Source: an optimization exercise on an open RTL-to-GDS flow (aim: small area, a short achievable clock period and few clock cycles). Production flows keep margins and buffers that such runs may drop.
In this exercise RTL edits were held to simulation tests only and were not proved equivalent to the original.
Power figures rest on the tool's default switching activity, not on a simulated workload.

==> flow/design.v, too long to show whole: its modules and the start of the top module <==
// module stoker_core: 922 lines
module stoker_core (
    input             clk,
    input             rst,
    output     [11:0] i_addr,
    input      [31:0] i_rdata,
    output            d_req,
    output            d_we,
    output     [12:0] d_addr,
    output     [3:0]  d_be,
    output     [31:0] d_wdata,
    input      [31:0] d_rdata,
    output reg        halted,
    output reg        except,
    output reg [1:0]  exc_class,
    output reg [2:0]  exc_sub,
    output     [13:0] exc_pc,
    output     [31:0] exc_insn,
    output reg [31:0] exc_addr
);
  // ...
==> flow/flow/run.sh <==
#!/bin/bash
# The standard layout, with the timing repair aiming for more setup slack
# than the 24 ns clock needs, so that the achieved period shrinks.
set -euo pipefail
bash standard.sh SETUP_SLACK_MARGIN=17 finish > standard_flow.log 2>&1
==> flow/standard.sh <==
#!/bin/bash
# synth_recipe.tcl (not shown) runs the flow's synth.tcl, then flattens the netlist and writes it again
# the make line also repeats each setting of config.mk as NAME=value (left out here)
make -C /OpenROAD-flow-scripts/flow DESIGN_CONFIG=/design/flow/config.mk WORK_HOME=/design/flow/orfs CLKGATE_MAP_FILE= SYNTH_SCRIPT=/design/flow/synth_recipe.tcl "${@:-finish}"
==> flow/config.mk <==
export PLATFORM = sky130hd
export DESIGN_NAME = stoker_core
export DESIGN_NICKNAME = stoker_core
export VERILOG_FILES = /design/flow/design.v
export SDC_FILE = /design/flow/constraint.sdc
export NUM_CORES = 4
export LEC_CHECK = 0
export CAP_MARGIN = 20
export CORE_MARGIN = 2
export CORE_UTILIZATION = 30
export PLACE_DENSITY = 0.45
export SLEW_MARGIN = 20
==> flow/constraint.sdc <==
create_clock -name core_clock -period 24.0 [get_ports {clk}]
set_input_delay 4.8000 -clock core_clock [delete_from_list [all_inputs] [get_ports {clk}]]
set_output_delay 4.8000 -clock core_clock [all_outputs]
set_load 0.01 [all_outputs]
==> reports/qor.yml, run 1 <==
critical_path:
  critPathMaxFanout: 6
  critPathKind: "reg2reg"
  reg2reg_from: "e_mac"
  slowest_delay_ns: 0.47
  crit_family: "compound AO/OA/AOI/OAI gates"
timing:
  setup_viol: 0
  setup_ws_ns: 16.73
  finalMaxSlewViolations: 0
final_layout:
  syn2layout_area_growth_pct: 21.0
  dominant_cells: "multi-input gates"
  clkbuf_count: 169
  drive_gt1_share_pct: 16.8
  diodes: 17
  largest_reg_flops: 512
  final_common_cell: "edfxtp_1"
  top_register: "rf"
  area_share_nonclk_buffers_pct: 7.83
yosys:
  yosysSeqAreaShare_pct: 37.8
  ys_top_cells_by_area: "edfxtp_1 (31%), dfxtp_1 (6.3%), a22oi_1 (4.8%), ha_1 (4.5%), xnor2_1 (3.7%)"
  synth-seq-cells: 1026
  yosys.cell_count.top_type: "edfxtp_1"
  synth-simple-area-share_pct: 15.7
die:
  ioPinCount: 214
  start_util_pct: 30.2
  taps: 3330
run_status:
  status: "finished clean"
power:
  power_leader: "combinational cells"
  seqPwrFrac_pct: 28.3
  powerDensity_mw_per_mm2: 75.6
  switchingPower_mw: 2.63
  clkPwrFrac_pct: 29.7
  power_mw: 6.88
global_routing:
  met3_usage_pct: 7.68
clock_tree:
  h-tree-depth: 4
detailed_routing:
  routed.top_layer: "met5"
hold_path:
  whs_endpoint: "a0[41]"
  min_path_type: "reg2reg"
placed_design:
  dp_hpwl_um: 293000
Testbench counts, summed over its fixed seeds: cycles 148,028.
==> run 2, diff against run 1 <==
--- a/flow/design.v
+++ b/flow/design.v
@@ -594,29 +594,37 @@
             end else if (!s_in16 || (s_hi0 && s_7fff && s_inc)) begin
                 sat_ovf = 1'b1; satres = sv[40] ? 32'hFFFF_8000 : 32'h0000_7FFF;
             end else begin
                 satres = {{16{s_r16[15]}}, s_r16};
             end
             default: ;
         endcase
     end
-    wire [31:0] res =
+    wire [31:0] res_o =
         ({32{e_resadd}} & sum33[31:0]) |
         ({32{e_and}}    & (ea & eb)) |
         ({32{e_or}}     & (ea | eb)) |
         ({32{e_xor}}    & (ea ^ eb)) |
         ({32{e_sh}}     & shres) |
         ({32{e_mul}}    & ea) |
-        ({32{e_min}}    & (lt ? ea : eb)) |
-        ({32{e_max}}    & (lt ? eb : ea)) |
         ({32{e_clz}}    & {26'd0, clz32(ea)}) |
         ({32{e_movb}}   & eb) |
         ({32{e_movhi}}  & {e_ir[15:0], eb[15:0]}) |
         ({32{e_sat}}    & satres);
+    wire [31:0] res =
+        res_o |
+        ({32{e_min}}    & (lt ? ea : eb)) |
+        ({32{e_max}}    & (lt ? eb : ea));
+    wire        za    = ea == 32'd0;
+    wire        zb    = eb == 32'd0;
+    wire        r_z   = e_min ? (lt ? za : zb) :
+                        e_max ? (lt ? zb : za) : (res_o == 32'd0);
+    wire        r_n   = e_min ? (lt ? ea[31] : eb[31]) :
+                        e_max ? (lt ? eb[31] : ea[31]) : res_o[31];
     wire [31:0] agu    = ea + {{16{e_ir[15]}}, e_ir[15:0]};
     wire        x_adr  = agu[31:15] != 17'd0;
     wire        x_aln  = (e_msz == 2'd0 && agu[1:0] != 2'd0) ||
                          (e_msz == 2'd1 && agu[0]);
     wire        x_mem  = (e_ld || e_st) && (x_adr || x_aln);
     wire        exc_now = e_go && (e_exc_pre || x_mem);
     wire        st_go  = e_go && e_st && !x_adr && !x_aln;
     wire [3:0]  st_be  = (e_msz == 2'd0) ? 4'b1111 :
@@ -820,18 +828,18 @@
                     end
                     if (e_mac) begin
                         if (m_to1) a1 <= m_new; else a0 <= m_new;
                         if (m_ovf) fl_s <= 1'b1;
                     end
                     if (e_sat && sat_ovf) fl_s <= 1'b1;
                     if (e_last) begin
                         if (e_setnz) begin
-                            fl_n <= res[31];
-                            fl_z <= res == 32'd0;
+                            fl_n <= r_n;
+                            fl_z <= r_z;
                         end
                         if (e_setcv) begin
                             fl_c <= sum33[32];
                             fl_v <= add_v;
                         end
                         if (e_setc) fl_c <= shc;
                         if (e_pset) begin
                             case (e_ir[7:6])
==> flow/config.mk (replaced) <==
export PLATFORM = sky130hd
export DESIGN_NAME = stoker_core
export DESIGN_NICKNAME = stoker_core
export VERILOG_FILES = /design/flow/design.v
export SDC_FILE = /design/flow/constraint.sdc
export NUM_CORES = 4
export LEC_CHECK = 0
export CAP_MARGIN = 20
export CORE_MARGIN = 2
export CORE_UTILIZATION = 50
export PLACE_DENSITY = 0.65
export SLEW_MARGIN = 20
==> reports/qor.yml, run 2 <==
run_status:
  status: "finished clean"  # unchanged
final_layout:
  fin_util_pct: 58.3  # was 36.6%
  drive_gt1_share_pct: 14.2  # was 16.8%
  fin_area_sq_mm: 0.0874  # was 0.0910 sq mm
  top_register: "rf"  # unchanged
  largest_reg_flops: 512  # unchanged
  syn2layout_area_growth_pct: 16.0  # was 21.0%
  fin_nets: 8865  # was 8722
  instances_no_fill: 10500  # was 11700
  final_cell_mix: "nand2_1 (828), edfxtp_1 (789), a21oi_1 (489)"  # was edfxtp_1 (789), nand2_1 (573), nor2_1 (502)
  reg_top3: "rf (512), a0 (42), a1 (42)"  # unchanged
  final_common_cell: "nand2_1"  # was edfxtp_1
global_routing:
  grt_pass1_vias: 72400  # was 69800
  antenna_found_initial: 24  # was 26
  grt_pass1_wl_um: 543000  # was 569000 um
  grt.total_usage_pct: 49.3  # was 31.1%
  grt-ovfl-total: 0  # unchanged
  grt_max_degree: 87  # was 111
placed_design:
  dp_hpwl_um: 277000  # was 293000 um
  post_dp_cell_area_sq_mm: 0.0803  # was 0.0815 sq mm
  io_buffers: 210  # unchanged
  gp_congestion: 1.13  # was 1.07
  dp.cells: 10100  # was 11200
  dp_slack_ns: 14.92  # was 14.87 ns
die:
  die_w_um: 392  # was 505 um
  ioPinCount: 214  # unchanged
  rows: 142  # was 183
  die_area_sq_mm: 0.154  # was 0.255 sq mm
  core-area_sq_mm: 0.150  # was 0.249 sq mm
  die_y_um: 392  # was 505 um
  start_util_pct: 50.3  # was 30.2%
power:
  switchingPower_mw: 2.49  # was 2.63 mW
  p_sw_share_pct: 38.8  # was 38.2%
  clkPwrFrac_pct: 27.5  # was 29.7%
  vdd_drop_max_uv: 184  # was 189 uV
  power_mw: 6.41  # was 6.88 mW
  power_frac_comb_pct: 42.2  # was 42.0%
  p_leak_nw: 31.2  # was 32.6 nW
  p_int_mw: 3.92  # was 4.25 mW
  powerDensity_mw_per_mm2: 73.3  # was 75.6 mW/mm^2
  seqPwrFrac_pct: 30.3  # was 28.3%
clock_tree:
  clkTransAtPathRegs_ns: 0.07  # was 0.06 ns
  h-tree-depth: 3  # was 4
  cts_hold_buf: 0  # unchanged
  clkSinkCount: 1026  # unchanged
  tritoncts: "built"  # unchanged
  cts_buffer_depth: 3  # unchanged
  insertion_delay_ns: 0.84  # was 0.87 ns
  cts_made_buffers: 113  # was 131
  root_buffer: "clkbuf_16"  # unchanged
timing:
  slew_headroom_pct: 7.91  # was 18.5%
  rsz0062_at_grt: "yes"  # unchanged
  setup_viol: 0  # unchanged
  layout_worst_path_cycle_share_pct: 29.9  # was 30.3%
  fin_tns_setup_ns: 0  # unchanged
  whs_ns: 0.460  # was 0.495 ns
  worst_pin_slew_ns: 1.38  # was 1.21 ns
  clock_skew_ns: 0.0917  # was 0.0718 ns
  setup_ws_ns: 16.83  # was 16.73 ns
  finalMaxSlewViolations: 0  # unchanged
  period_needed_ns: 7.17  # was 7.27 ns
  hold_viol_final: 0  # unchanged
  fmax_ghz: 0.140  # was 0.138 GHz
hold_path:
  min_from: "exc_addr[22]"  # was a0[41]
  min_path_type: "reg2reg"  # unchanged
  worstHoldPathCells: 2  # unchanged
critical_path:
  cp_data_required_time_ns: 24.48  # was 24.78 ns
  reg2reg_depth: 20  # was 34
  cp-startpoint: "e_sat"  # was e_mac
  reg2reg_from: "e_sat"  # was e_mac
  cp.arrival_ns: 7.64  # was 8.04 ns
  critPathMaxFanout: 32  # was 6
  endpoint_kind: "flip-flop"  # unchanged
  critPathKind: "reg2reg"  # unchanged
  start_kind: "flip-flop"  # unchanged
detailed_routing:
  routed_wl_um: 393000  # was 416000 um
  drt-initial-drc-count: 13500  # was 11300
  firstDrtPassIters: 14  # was 10
  num_vias: 77500  # was 74000
  drcViolationCount: 0  # unchanged
  routed_via_density: 7.37  # was 6.32
  routedWlPerCell_um: 37.4  # was 35.6 um
  antenna_left: 0  # unchanged
yosys:
  ys_warn_count: 2  # unchanged
  yosys.cell_count.top_type: "nand2_1"  # was edfxtp_1
  synth-seq-cells: 1026  # unchanged
  synth_area_per_cell_sq_um: 9.13  # was 9.40 sq um
  synth_edf_count: 789  # unchanged
  netlist_top_cells_count: "nand2_1 (843), edfxtp_1 (789), a21oi_1 (550), clkbuf_1 (532), nor2_1 (526)"  # was edfxtp_1 (789), nand2_1 (600), nor2_1 (547), a21oi_1 (513), a22oi_1 (481)
  syn_inst: 8254  # was 8006
  synth_top_area_share_pct: 31.4  # was 31.5%
  yosysSeqAreaShare_pct: 37.7  # was 37.8%
  syn_area_sq_mm: 0.0753  # was 0.0752 sq mm
  ys_top_cells_by_area: "edfxtp_1 (31%), dfxtp_1 (6.3%), ha_1 (4.5%), nand2_1 (4.2%), a22oi_1 (4.1%)"  # was edfxtp_1 (31%), dfxtp_1 (6.3%), a22oi_1 (4.8%), ha_1 (4.5%), xnor2_1 (3.7%)
  ys_types: 115  # was 131
  synth_top_area_cell: "edfxtp_1"  # unchanged
  synthArstFlopShare_pct: 0  # unchanged
  synthFlopType: "edfxtp_1"  # unchanged
run:
  cap_violations: 0  # unchanged
==> run 2: worst max-delay path, cell delays in order, from the launching register on <==
cell and delay [ns]:
edfxtp_1 0.34, buf_6 0.30, buf_12 0.27, mux2_4 0.48
nand2_2 0.26, nor3_1 0.09, nor4_2 0.52, buf_4 0.25
o22ai_1 0.12, nor3_4 0.36, nand4_2 0.27, nor4b_2 0.58
a41oi_1 0.22, o31ai_1 0.46, a211oi_1 0.15, buf_4 0.22
a211oi_1 0.51, nand2_1 0.41, a21oi_2 0.32, o21ai_2 0.14
a221o_2 0.52
==> run 2: cells by family (layout without fill, tap and decap cells) <==
kind of cell | after synthesis | in the layout | synth area share [%]
AOI/OAI and AO/OA | 2502 | 2502 | 22.5
xor gates and xnor gates | 467 | 467 | 5.45
adders and majority gates | 411 | 411 | 8.22
buffers and inverters | 954 | 1170 | 4.98
DFF | 1026 | 1026 | 37.7
muxes | 283 | 285 | 4.32
other | 2 | 25 | 0.00997
and+or+nand+nor | 2609 | 2614 | 16.8
==> run 2: power by group through the flow <==
stage               Combinational, mW  Clock (mW)  Sequential [mW]
CTS                              2.40        1.76             1.94
floorplan                        1.44           0             1.97
finish                           2.70        1.76             1.94
global route                     2.85        1.83             1.94
detailed placement               2.19           0             1.98
global placement                 2.19           0             1.98
==> run 2: layer usage <==
layer / global-route usage (%) / share of wire, % / wire length (um) / vias to the layer above
met5: 0 / 0.039 / 153 / -
met4: 48.2 / 12 / 48100 / 22
met3: 15.6 / 12 / 49200 / 2253
met2: 73.2 / 42 / 167000 / 6896
met1: 55.6 / 33 / 129000 / 37000
li1: - / - / - / 31400
==> run 2: area by class of cell <==
| type | instances | area, sq um |
|---|---|---|
| Tap cell | 2016 | 2520 |
| Antenna cell | 18 | 45.0 |
| Multi-Input combinational cell | 6286 | 45500 |
| Timing Repair Buffer | 659 | 6060 |
| Fill cell | 13000 | 62400 |
| Sequential cell | 1026 | 28400 |
| Clock buffer | 146 | 3020 |
| Clock inverter | 63 | 648 |
| Inverter | 302 | 1160 |
==> run 2: final timing paths <==
| check | to | slack (ns) |
|---|---|---|
| worst max-delay path | mq_b[5] | 16.83 |
| worst min-delay path | exc_addr[22] | 0.46 |
| worst max register to register | mq_b[5] | 16.83 |
| worst min register to register | exc_addr[22] | 0.46 |
==> run 2: what timing repair did <==
action                     in CTS  in global routing
gates resized for setup       246                241
setup endpoints to repair     974                689
buffers inserted               78                 55
pin swaps                      52                106
gates cloned                   10                  5
Testbench counts of run 2, summed over its fixed seeds: cycles 148,028.

[port drivers added, routing unchanged]
Ports are ideal in the flow. The routed layouts listed here were re-timed in OpenROAD.
Step 1 (the two cells are an assumption about what drives the block):
set clk [get_ports {clk}]
set_driving_cell -lib_cell sky130_fd_sc_hd__clkbuf_16 $clk
set_driving_cell -lib_cell sky130_fd_sc_hd__buf_2 [delete_from_list [all_inputs] $clk]
Step 2 times the ports against the registers' clock, not the clock port: input delays grow and output delays shrink by t, the midpoint of the rising clock arrivals with the driver on.
Three values: no drivers, after step 1, after step 2; two values: the first two.
run	t, ns	setup slack, ns	worst hold slack (ns)	worst setup path at the end	clock arrival spread, ns
run 1	0.923	16.731 / 16.731 / 16.054	0.495 / 0.495 / 0.495	input to register	0.071 / 0.072
run 2	0.881	16.833 / 16.833 / 16.095	0.460 / 0.460 / 0.460	input to register	0.091 / 0.091
After both steps every run listed still meets setup and hold. The setup slack of run 2, which loses most, moves by 0.000 ns with the drivers and by -0.738 ns with both steps.
